What follows belongs to an exercise in optimizing a design on an open flow for small area, a short achievable clock period and few clock cycles; a production flow would make more cautious choices.
Only simulation tests tie the RTL to the original design; equivalence was not proved.

**flow/config.mk**
```make
export PLATFORM = sky130hd
export DESIGN_NAME = pq_engine
export DESIGN_NICKNAME = pq_engine
export VERILOG_FILES = /design/flow/design.v
export SDC_FILE = /design/flow/constraint.sdc
export NUM_CORES = 4
export LEC_CHECK = 0
export CAP_MARGIN = 20
export CORE_MARGIN = 2
export CORE_UTILIZATION = 40
export SLEW_MARGIN = 20
```
**flow/constraint.sdc**
```tcl
create_clock -name core_clock -period 10.0 [get_ports {clk}]
set_input_delay 2.0000 -clock core_clock [delete_from_list [all_inputs] [get_ports {clk}]]
set_output_delay 2.0000 -clock core_clock [all_outputs]
set_load 0.01 [all_outputs]
```
**flow/design.v**
```verilog
module pq_engine (
    input  wire        clk,
    input  wire        rst,
    input  wire        in_valid,
    output wire        in_ready,
    input  wire [63:0] in_data,
    input  wire [1:0]  in_layout,
    input  wire [31:0] in_erase,
    output wire        out_valid,
    input  wire        out_ready,
    output wire [63:0] out_data,
    output wire [4:0]  out_idx,
    output wire        out_last
);
    function [7:0] gf_mul2;
        input [7:0] a;
        begin
            gf_mul2 = {a[6:0], 1'b0} ^ (a[7] ? 8'h1D : 8'h00);
        end
    endfunction
    function [7:0] gf_mul;
        input [7:0] a;
        input [7:0] b;
        integer i;
        reg [7:0] acc;
        reg [7:0] t;
        begin
            acc = 8'h00;
            t   = a;
            for (i = 0; i < 8; i = i + 1) begin
                if (b[i])
                    acc = acc ^ t;
                t = gf_mul2(t);
            end
            gf_mul = acc;
        end
    endfunction
    function [63:0] gf_mul_word;    
        input [63:0] w;
        input [7:0]  s;
        integer k;
        begin
            for (k = 0; k < 8; k = k + 1)
                gf_mul_word[8*k +: 8] = gf_mul(w[8*k +: 8], s);
        end
    endfunction
    function [4:0] data_units;
        input [1:0] layout;
        begin
            case (layout)
                2'd0:    data_units = 5'd30;   
                2'd1:    data_units = 5'd14;   
                default: data_units = 5'd6;    
            endcase
        end
    endfunction
    localparam S_IN    = 3'd0;   
    localparam S_SOLVE = 3'd1;   
    localparam S_CALC  = 3'd2;   
    localparam S_OUT0  = 3'd3;   
    localparam S_OUT1  = 3'd4;   
    reg [2:0]  state;
    reg [4:0]  beat;         
    reg [4:0]  nd;           
    reg [31:0] erase;        
    reg [63:0] acc_a;        
    reg [63:0] acc_b;        
    reg [7:0]  coef;
    reg        have_e0, have_e1;
    reg [4:0]  e0, e1;
    reg [7:0]  g0, g1;       
    reg [2:0]  step;
    reg [7:0]  sq;
    reg [7:0]  inv;
    reg [63:0] res0, res1;
    reg [4:0]  idx0, idx1;
    reg        two;
    wire        take     = (state == S_IN) && in_valid;
    wire        first    = (beat == 5'd0);
    wire [4:0]  cur_nd   = first ? data_units(in_layout) : nd;
    wire [31:0] cur_er   = first ? in_erase : erase;
    wire        erased   = cur_er[beat];
    wire        is_data  = (beat < cur_nd);
    wire        is_p     = (beat == cur_nd);
    wire        is_q     = (beat == cur_nd + 5'd1);
    wire [63:0] a_base   = first ? 64'd0 : acc_a;
    wire [63:0] b_base   = first ? 64'd0 : acc_b;
    wire [7:0]  c_base   = first ? 8'h01 : coef;
    wire        he0_base = first ? 1'b0  : have_e0;
    wire [7:0]  inv_op   = (have_e1 && e1 < nd) ? (g0 ^ g1) : g0;
    wire [63:0] in_weighted = gf_mul_word(in_data, c_base);    
    wire [7:0]  op_sq       = gf_mul(inv_op, inv_op);
    wire [7:0]  sq_sq       = gf_mul(sq, sq);
    wire [7:0]  inv_step    = gf_mul(inv, sq_sq);
    wire [63:0] gx_a        = gf_mul_word(acc_a, g0);          
    wire [63:0] b_div       = gf_mul_word(acc_b, inv);         
    wire [63:0] dy          = gf_mul_word(acc_b ^ gx_a, inv);  
    always @(posedge clk) begin
        if (rst) begin
            state   <= S_IN;
            beat    <= 5'd0;
            have_e0 <= 1'b0;
            have_e1 <= 1'b0;
        end else begin
            case (state)
                S_IN: if (take) begin
                    if (first) begin
                        nd      <= cur_nd;
                        erase   <= in_erase;
                        have_e1 <= 1'b0;
                    end
                    acc_a   <= a_base;
                    acc_b   <= b_base;
                    have_e0 <= he0_base;
                    if (erased) begin
                        if (!he0_base) begin
                            have_e0 <= 1'b1;
                            e0      <= beat;
                            g0      <= c_base;
                        end else begin
                            have_e1 <= 1'b1;
                            e1      <= beat;
                            g1      <= c_base;
                        end
                    end else if (is_data) begin
                        acc_a <= a_base ^ in_data;
                        acc_b <= b_base ^ in_weighted;
                    end else if (is_p) begin
                        acc_a <= a_base ^ in_data;
                    end else if (is_q) begin
                        acc_b <= b_base ^ in_data;
                    end
                    coef <= gf_mul2(c_base);
                    if (is_q) begin
                        beat  <= 5'd0;
                        step  <= 3'd0;
                        state <= S_SOLVE;
                    end else begin
                        beat <= beat + 5'd1;
                    end
                end
                S_SOLVE: begin
                    if (step == 3'd0) begin
                        sq  <= op_sq;
                        inv <= op_sq;
                    end else begin
                        sq  <= sq_sq;
                        inv <= inv_step;
                    end
                    step <= step + 3'd1;
                    if (step == 3'd6)
                        state <= S_CALC;
                end
                S_CALC: begin
                    idx0 <= e0;
                    idx1 <= e1;
                    two  <= have_e1;
                    if (!have_e1) begin
                        res0 <= (e0 == nd + 5'd1) ? acc_b : acc_a;
                    end else if (e0 == nd) begin
                        res0 <= acc_a;
                        res1 <= acc_b;
                    end else if (e1 == nd) begin
                        res0 <= b_div;
                        res1 <= acc_a ^ b_div;
                    end else if (e1 == nd + 5'd1) begin
                        res0 <= acc_a;
                        res1 <= acc_b ^ gx_a;
                    end else begin
                        res1 <= dy;
                        res0 <= acc_a ^ dy;
                    end
                    state <= S_OUT0;
                end
                S_OUT0: if (out_ready)
                    state <= two ? S_OUT1 : S_IN;
                S_OUT1: if (out_ready)
                    state <= S_IN;
                default: state <= S_IN;
            endcase
        end
    end
    assign in_ready  = (state == S_IN);
    assign out_valid = (state == S_OUT0) || (state == S_OUT1);
    assign out_data  = (state == S_OUT1) ? res1 : res0;
    assign out_idx   = (state == S_OUT1) ? idx1 : idx0;
    assign out_last  = (state == S_OUT1) || !two;
endmodule
```
**flow/run.sh**
```bash
#!/bin/bash
# synth_recipe.tcl (not shown) runs the flow's synth.tcl, then flattens the netlist and writes it again
# the make line also repeats each setting of config.mk as NAME=value (left out here)
make -C /OpenROAD-flow-scripts/flow DESIGN_CONFIG=/design/flow/config.mk WORK_HOME=/design/flow/orfs CLKGATE_MAP_FILE= SYNTH_SCRIPT=/design/flow/synth_recipe.tcl finish
```
==> run summary <==
-- Yosys cell counts, drive strengths merged (34+ instances only) --
master     n
a211oi    59
a21oi    301
a22oi    176
buf      307
clkbuf   478
edfxtp   357
inv       74
mux2      85
mux2i    134
nand2   1997
nand2b    34
nand3    109
nor2     593
nor3      48
o211ai    44
o21ai    372
o221ai    44
o22ai     90
xnor2   1911
xnor3    112
xor2     671
-- critical path: stages, from the launching register on --
cell and delay [ns]:
dfxtp_1 0.52, inv_1 0.15, nor3_2 0.12, buf_4 0.47, buf_4 0.73, mux2_2 0.51, clkdlybuf4s50_1 0.57
-- cell type report --
type	count	area [um^2]	share of cell area, %
diodes	3	7.51	0.0112
clock buffers	58	1280	1.91
clock inverters	32	368	0.549
inverters	83	312	0.465
multi-input cells	7114	48400	72.2
flip-flops and latches	367	10900	16.3
well taps	2058	2570	3.84
repair buffers	352	3180	4.74
-- per-layer routing --
| metal | vias up | GRT usage (%) |
|---|---|---|
| met4 | 8 | 10.6 |
| met3 | 472 | 6.50 |
| met5 | - | 0 |
| met1 | 28000 | 43.1 |
| met2 | 3439 | 41.7 |
| li1 | 26600 | - |
-- worst max-delay path by stage --
stage | start | endpoint | slack (ns) | cells after the start
floorplan | rst | res1[0] | 1.61 | 2
detailed placement | in_layout[1] | acc_a[30] | 4.20 | 13
global route | beat[0] | acc_b[29] | 3.99 | 16
global placement | in_layout[1] | acc_a[55] | 4.19 | 13
finish | state[2] | out_data[29] | 4.19 | 6
CTS | state[2] | out_data[29] | 4.16 | 6
-- metrics by stage --
stage / instance area (um^2) / worst slack (ns) / hold WS, ns / utilization (%)
2_1_floorplan: 62700 / 1.61 / 0.406 / -
3_3_place_gp: 65400 / 4.19 / 0.466 / 41.9
3_5_place_dp: 65400 / 4.20 / 0.455 / 41.9
4_1_cts: 67000 / 4.16 / 0.465 / 43.0
5_1_grt: 67000 / 3.99 / 0.482 / 43.0
6_report: 67000 / 4.19 / 0.468 / 43.0
-- flip-flops by register name (all words and copies together), names as in the netlist, 3 cells and up --
register  flops
idx0          5
acc_b        64
res1         64
coef          8
g1            8
e0            5
g0            8
idx1          5
inv           8
state         3
nd            5
sq            8
beat          5
erase        32
acc_a        64
e1            5
step          3
res0         64
-- kinds of logic after synthesis --
group / Yosys count / share of synthesized area, %
multiplexers: 228 / 4.00
buffers and inverters: 868 / 5.65
XOR/XNOR: 2712 / 41.6
AO/OA/AOI/OAI: 1290 / 13.0
flip-flops: 367 / 17.4
adder cells (fa/ha/maj): 19 / 0.379
AND/OR/NAND/NOR: 2865 / 18.0
==> results.ini <==
[outcome]
status = timing/DRC/antenna clean

[yosys]
ys_types = 85
synth-seq-area-share_pct = 17.4
synth_area_leader_cell = xnor2_1
synth_cells = 8349
syn-cell-area_um2 = 62700
synth-main-ff-cell = edfxtp_1
synth-edff-count = 357
synthTopCellsByArea = xnor2_1 (26%), edfxtp_1 (17%), nand2_1 (12%)
synth_seq_cells = 367
synth_area_per_cell_um2 = 7.51
async_reset_ff_share_pct = 0
synth_nets = 8470
ys.warnings.count = 1
synth_top_area_share_pct = 26.2

[drt]
drtPass1Iterations = 8
met3_length_um = 29600
viasPerCell = 5.81
maxUsedRoutingLayer = met5
drt_iter0_drc = 8388
wl_per_cell_um = 24.0
wl_met2_um = 97800
wl_um = 242000
drcViolationCount = 0
route.vias.total = 58500
antenna_left = 0
wl_met1_um = 105000

[clock_network]
post_cts_buffers = 0
clk_latency_ns = 0.67
cts_resized = 0
clkTransAtPathRegs_ns = 0.06
cts_buffer_depth = 3
cts_buffers = 48
cts_tree = built
holdBufCountCts = 0
h-tree-depth = 2
numClockSinks = 367
cts.root.buffer_cell = clkbuf_16

[die]
rows = 145
coreArea_um2 = 156000
ios = 174
die_area_um2 = 160000
dieHeight_um = 400
start_util_pct = 40.2
dieWidth_um = 400

[critical_path]
critPathMaxFanout = 44
cp-start-kind = flip-flop
required_ns = 8.00
r2r_start = beat[0]
arrival_ns = 3.81
crit_path_end_kind = primary output
regToRegSetupSlack_ns = 4.25
timing.rr.end = acc_b[29]
worstRegToRegCells = 16
crit_type = reg2out

[sta]
tightest_slew_ns = 1.20
skew_ns = 0.0331
final.period_utilization_pct = 58.1
max_freq_mhz = 172
relSlewSlack_pct = 19.9
maxSlewViolCount = 0
rsz0062_at_grt = no
fin_crit_ns = 5.81
hold_violations = 0
setup_viol = 0
fin_setup_tns_ns = 0

[final_layout]
fillers = 15600
fin_cells = 10100
mostFrequentLayoutCells = nand2_1 (1992), xnor2_1 (1876), xor2_1 (656), nor2_1 (587), o21ai_0 (365)
final_common_cell = nand2_1
drive_above_1_share_pct = 5.82
fin_nets = 8087
area_growth_pct = 6.95

[placed_design]
routabilityCongestion = 0.978
io_buffers = 173
dpl.cell_count = 9974
hpwl_um = 166000

[grt]
grt_pass1_wl_um = 358000
overflow = 0
track_usage_pct = 29.4
first_global_vias = 54200
grt_max_degree = 138
antenna_found_initial = 11

[hold_path]
holdPathStages = 0
holdPathEnd = idx0[3]
hp-class = reg2reg
hp-start = e0[3]

[run]
max_cap_violations = 0

Testbench counts, summed over its fixed seeds: cycles 60,888.

-- what the ideal ports hide --
Ports are ideal in the flow. The routed layout listed here was re-timed in OpenROAD.
Step 1 (the two cells are an assumption about what drives the block):
set clk [get_ports {clk}]
set_driving_cell -lib_cell sky130_fd_sc_hd__clkbuf_16 $clk
set_driving_cell -lib_cell sky130_fd_sc_hd__buf_2 [delete_from_list [all_inputs] $clk]
Step 2 adds t to the input delays and takes it off the output delays; t is the mean of the earliest and latest rising clock arrival at the registers after step 1. Input paths then give back, and output paths get back, about the clock's delay inside the block.
Three values: ideal ports, drivers, drivers and shift; two values: the first two.
t, ns: 0.726
setup slack, ns: 4.189 / 4.119 / 4.163
worst data-port slew with drivers (ns): 0.15
After both steps this run still meets setup and hold. For this run, drivers alone change the setup slack by -0.070 ns; drivers and shift together by -0.026 ns.
